This design comes from an exercise in tuning for small area, a short achievable clock period and few clock cycles per item on the open sky130 flow, not from production work.
Function was checked by simulation only, so behaviour that the tests miss may differ from the original.

## flow/design.v

```verilog
module d12_mix (
    input  wire [31:0] h_in,
    output wire [31:0] h_out
);
    wire [31:0] s1 = h_in ^ (h_in >> 16);
    wire [31:0] s2 = s1 * 32'h7A5B3C1D;
    wire [31:0] s3 = s2 ^ (s2 >> 15);
    wire [31:0] s4 = s3 * 32'h2C9E6B47;
    assign h_out   = s4 ^ (s4 >> 16);
endmodule
module d12_keys (
    input  wire        clk,
    input  wire        rst,         
    input  wire        in_valid,
    output wire        in_ready,
    input  wire [2:0]  in_op,
    input  wire        in_first,    
    input  wire [63:0] in_a,
    input  wire [31:0] in_b,
    input  wire [6:0]  in_n,
    output reg         out_valid,
    input  wire        out_ready,
    output reg  [31:0] out_data
);
    localparam OP_H32  = 3'd0;    
    localparam OP_H64  = 3'd1;    
    localparam OP_HC32 = 3'd2;    
    localparam OP_HC64 = 3'd3;    
    localparam OP_PART = 3'd4;    
    localparam OP_HIST = 3'd5;    
    wire accept = in_valid && in_ready;
    assign in_ready = !out_valid || out_ready;
    wire        is_comb = (in_op == OP_HC32) || (in_op == OP_HC64);
    wire        is_wide = (in_op == OP_H64)  || (in_op == OP_HC64);
    wire [31:0] b_rot   = {in_b[24:0], in_b[31:25]};
    wire [31:0] x0      = is_comb ? (b_rot ^ in_a[31:0]) : (in_a[31:0] ^ in_b);
    wire [31:0] m0;
    d12_mix u_mix0 (.h_in(x0), .h_out(m0));
    wire [31:0] x1      = {m0[24:0], m0[31:25]} ^ in_a[63:32];
    wire [31:0] m1;
    d12_mix u_mix1 (.h_in(x1), .h_out(m1));
    wire [31:0] hash    = is_wide ? m1 : m0;
    reg  [6:0]  cnt [0:63];
    wire [38:0] prod = in_a[31:0] * in_n;
    wire [5:0]  part = prod[37:32];
    wire [6:0]  rank = in_first ? 7'd0 : cnt[part];
    wire [31:0] part_res = {18'd0, rank[5:0], 2'b00, part};
    wire [5:0]  hidx = in_a[5:0];
    wire [31:0] hist_res = ({1'b0, hidx} < in_n) ? {25'd0, cnt[hidx]} : 32'd0;
    reg  [31:0] result;
    always @(*) begin
        case (in_op)
            OP_PART: result = part_res;
            OP_HIST: result = hist_res;
            default: result = hash;
        endcase
    end
    integer i;
    always @(posedge clk) begin
        if (rst) begin
            for (i = 0; i < 64; i = i + 1)
                cnt[i] <= 7'd0;
        end else if (accept && in_op == OP_PART) begin
            if (in_first)
                for (i = 0; i < 64; i = i + 1)
                    cnt[i] <= 7'd0;
            cnt[part] <= rank + 7'd1;
        end
    end
    always @(posedge clk) begin
        if (rst) begin
            out_valid <= 1'b0;
            out_data  <= 32'd0;
        end else if (accept) begin
            out_valid <= 1'b1;
            out_data  <= result;
        end else if (out_ready) begin
            out_valid <= 1'b0;
        end
    end
endmodule
```

## flow/run.sh

```bash
#!/bin/bash
# synth_recipe.tcl (not shown) runs the flow's synth.tcl, then flattens the netlist and writes it again
# the make line also repeats each setting of config.mk as NAME=value (left out here)
make -C /OpenROAD-flow-scripts/flow DESIGN_CONFIG=/design/flow/config.mk WORK_HOME=/design/flow/orfs CLKGATE_MAP_FILE= SYNTH_SCRIPT=/design/flow/synth_recipe.tcl finish
```

## flow/config.mk

```make
export PLATFORM = sky130hd
export DESIGN_NAME = d12_keys
export DESIGN_NICKNAME = d12_keys
export VERILOG_FILES = /design/flow/design.v
export SDC_FILE = /design/flow/constraint.sdc
export NUM_CORES = 4
export LEC_CHECK = 0
export CAP_MARGIN = 20
export CORE_MARGIN = 2
export CORE_UTILIZATION = 40
export SLEW_MARGIN = 20
```

## flow/constraint.sdc

```tcl
create_clock -name core_clock -period 34.0 [get_ports {clk}]
set_input_delay 6.8000 -clock core_clock [delete_from_list [all_inputs] [get_ports {clk}]]
set_output_delay 6.8000 -clock core_clock [all_outputs]
set_load 0.01 [all_outputs]
```

==> insert_results.sql <==
INSERT INTO impl_metrics (metric_group, metric, value, unit) VALUES
('die', 'initial_utilization', '0.4032', ''),
('global_routing', 'grt_start_max_net_pins', '82', ''),
('cts', 'ctsLongestPathBuffers', '3', ''),
('drt', 'post_drt_antenna_nets', '0', ''),
('global_routing', 'global_route.overflow_total', '0', ''),
('drt', 'wl_per_cell', '24.18', 'um'),
('worst_hold_path', 'hold_path_class', 'reg2reg', ''),
('yosys', 'post_synth_xor_area_fraction', '0.06696', ''),
('placement', 'buffer_ports.inserted', '144', ''),
('drt', 'post_drt_via_cell_ratio', '5.527', ''),
('cts', 'clock_sink_count', '481', ''),
('sta', 'drv_slew', '0', ''),
('die', 'dieWidth', '417.3', 'um'),
('job', 'maxCapViolCount', '0', ''),
('sta', 'max_clock_freq', '0.03032', 'GHz'),
('drt', 'route.final.wire_length', '229.0', 'mm'),
('cts', 'worst_skew_pair.late_latency', '0.64', 'ns'),
('finish', 'finish.utilization', '0.4579', ''),
('die', 'placementRows', '151', ''),
('worst_setup_path', 'cp.required', '34.52', 'ns'),
('global_routing', 'initial_antenna_violation_count', '7', ''),
('sta', 'finalCriticalPeriod', '32.98', 'ns'),
('worst_setup_path', 'criticalPathCategory', 'in2reg', ''),
('worst_setup_path', 'worst_setup_ep_type', 'register', ''),
('yosys', 'async_flop_share', '0', ''),
('finish', 'final_nets', '8985', ''),
('drt', 'drt_first_pass_iters', '6', ''),
('sta', 'timing.final.hold_violations', '0', ''),
('yosys', 'synthesis.area', '0.06833', 'sq mm'),
('placement', 'hpwl_detailed', '183.2', 'mm'),
('placement', 'dp.cells', '9354', ''),
('placement', 'final_weighted_congestion_in_routability_driven_placement', '0.9704', ''),
('worst_setup_path', 'cp-start-kind', 'input port', ''),
('outcome', 'outcome', 'timing/DRC/antenna clean', ''),
('sta', 'worstMarginPinSlew', '1.168', 'ns'),
('worst_setup_path', 'slowest_stage', 'sky130_fd_sc_hd__fa_1', ''),
('die', 'design.core.area', '0.1695', 'sq mm'),
('worst_hold_path', 'hold_path_depth', '2', ''),
('cts', 'clkTransAtPathRegs', '0.06', 'ns'),
('drt', 'remaining_drc_errors', '0', ''),
('sta', 'clock_skew', '0.04324', 'ns'),
('yosys', 'synth_sequential_area_ratio', '0.2066', ''),
('yosys', 'synth_instances', '6789', ''),
('worst_setup_path', 'rr_worst_depth', '12', ''),
('worst_setup_path', 'critical_path_maximum_fanout', '6', ''),
('finish', 'area_added_between_synthesis_and_finish', '13.57', '%'),
('sta', 'slew-limit-headroom', '0.2185', ''),
('sta', 'final_min_period_over_clock_period', '0.9700', ''),
('cts', 'cts_inserted_buffers', '51', ''),
('global_routing', 'via_count_of_the_first_global_routing_pass', '54530', ''),
('yosys', 'synth_fp_nets', '8560', ''),
('yosys', 'synthAdderAreaFrac', '0.3978', ''),
('cts', 'htree_num_levels', '2', ''),
('drt', 'iteration_0_drc_markers', '5530', ''),
('yosys', 'syn_area_per_cell', '10.06', 'sq um'),
('yosys', 'synth.largest_area_cell', 'sky130_fd_sc_hd__fa_1', ''),
('worst_setup_path', 'cp.arrival', '33.49', 'ns'),
('finish', 'final_layout_size_suffix_gt1_frac', '0.1213', ''),
('die', 'chipHeight', '417.3', 'um'),
('die', 'dieArea', '0.1741', 'sq mm'),
('yosys', 'synth_simple_gate_area_share', '0.09947', ''),
('yosys', 'synth_top_flop_cell', 'sky130_fd_sc_hd__edfxtp_1', '');
## repair_timing
action | in CTS | in global routing
hold buffers | 0 | 0
gates resized for setup | 0 | 113
endpoints found under the setup margin | 0 | 26
buffers inserted | 0 | 23
## final cells by class
cell class	instances	area (sq um)	area share
timing repair buffer	636	5253	0.06769
tap	2218	2775	0.03576
clock inverter	32	312.8	0.004031
multi-input combinational	4674	48690	0.6274
sequential	481	14110	0.1819
antenna	2	5.005	0.00006449
inverter	1370	5142	0.06627
clock buffer	60	1310	0.01688
## worst max-delay path, delay by kind of cell
family | cells | cell delay (ns)
xor gates and xnor gates | 22 | 4.54
muxes | 1 | 0.22
and+or+nand+nor | 5 | 0.74
adders and majority gates | 33 | 14.66
buffers and inverters | 28 | 2.60
AOI/OAI and AO/OA | 22 | 3.91
## stage by stage
stage	TNS (ns)	instance area (sq um)	setup WS, ns	hold slack [ns]
3_5_place_dp	-1.738	75120	-0.4916	0.4780
4_1_cts	0	76750	0.06996	0.4910
3_3_place_gp	-0.3453	75120	-0.2137	0.4749
6_report	0	77600	1.021	0.4906
2_1_floorplan	0	68330	0.03328	0.4762
5_1_grt	-0.1648	77600	-0.09405	0.5278
## final timing paths
| check | slack, ns | start | end |
|---|---|---|---|
| worst min register to register | 0.49 | out_data[20] | out_data[20] |
| worst max register to register | 29.19 | cnt[18][0] | cnt[42][3] |
| worst max-delay path | 1.02 | in_op[2] | out_data[15] |
| worst min-delay path | 0.49 | out_data[20] | out_data[20] |
## cell usage in the layout (no fill, tap or decap), drive strengths merged, types with 34 or more instances in the layout
master and instances:
inv 1369, fa 851, ha 809, nand2 538
nor2 499, buf 494, edfxtp 448, xnor2 316
a21oi 234, xor2 165, mux4 152, clkdlybuf4s50 137
o21ai 109, nor3 99, a21o 87, and3 86
nand3 80, and2 78, mux2i 63, clkbuf 63
nand2b 39, o221ai 34
## routing by layer
metal / wire (um) / track usage / vias to the layer above
li1: - / - / 23130
met1: 94230 / 0.3594 / 26200
met5: 41 / 0 / -
met3: 18430 / 0.03631 / 518
met4: 11230 / 0.1023 / 6
met2: 105100 / 0.4203 / 2514
## cells in the mapped netlist, types with 39 or more instances
| cell type | number |
|---|---|
| sky130_fd_sc_hd__inv_1 | 1368 |
| sky130_fd_sc_hd__fa_1 | 851 |
| sky130_fd_sc_hd__ha_1 | 809 |
| sky130_fd_sc_hd__nand2_1 | 538 |
| sky130_fd_sc_hd__nor2_1 | 499 |
| sky130_fd_sc_hd__edfxtp_1 | 448 |
| sky130_fd_sc_hd__xnor2_1 | 314 |
| sky130_fd_sc_hd__a21oi_1 | 226 |
| sky130_fd_sc_hd__xor2_1 | 164 |
| sky130_fd_sc_hd__clkbuf_1 | 162 |
| sky130_fd_sc_hd__mux4_2 | 152 |
| sky130_fd_sc_hd__o21ai_0 | 102 |
| sky130_fd_sc_hd__nor3_1 | 97 |
| sky130_fd_sc_hd__a21o_1 | 87 |
| sky130_fd_sc_hd__and3_1 | 86 |
| sky130_fd_sc_hd__nand3_1 | 80 |
| sky130_fd_sc_hd__and2_1 | 77 |
| sky130_fd_sc_hd__buf_2 | 69 |
| sky130_fd_sc_hd__mux2i_1 | 63 |
| sky130_fd_sc_hd__nand2b_1 | 39 |
## registers in the layout, indices dropped and copies added, names as in the netlist
name / cells
cnt: 448
out_valid: 1
out_data: 32
## kinds of logic after synthesis
group | Yosys count
AO/OA/AOI/OAI | 771
XOR/XNOR | 496
adder cells (fa/ha/maj) | 1662
buffers and inverters | 1634
flip-flops | 481
multiplexers | 226
AND/OR/NAND/NOR | 1519
Testbench counts, summed over its fixed seeds: cycles 9,616, items 9,600.

## static timing again, ports no longer ideal
Ports are ideal in the flow. The routed layout listed here was re-timed in OpenROAD.
Step 1 assumes that a clkbuf_16 drives the clock port and a buf_2 every other input.
Step 2 times the ports against the registers' clock, not the clock port: input delays grow and output delays shrink by t, the midpoint of the rising clock arrivals with the driver on.
a / b / c = no drivers / after step 1 / after step 2; a / b = the first two.
shift t [ns]: 0.675
setup slack, ns: 1.021 / 0.973 / 0.298
worst setup path at the end: input to register
After both steps setup and hold are still met in this run. For this run, drivers alone change the setup slack by -0.048 ns; drivers and shift together by -0.723 ns.
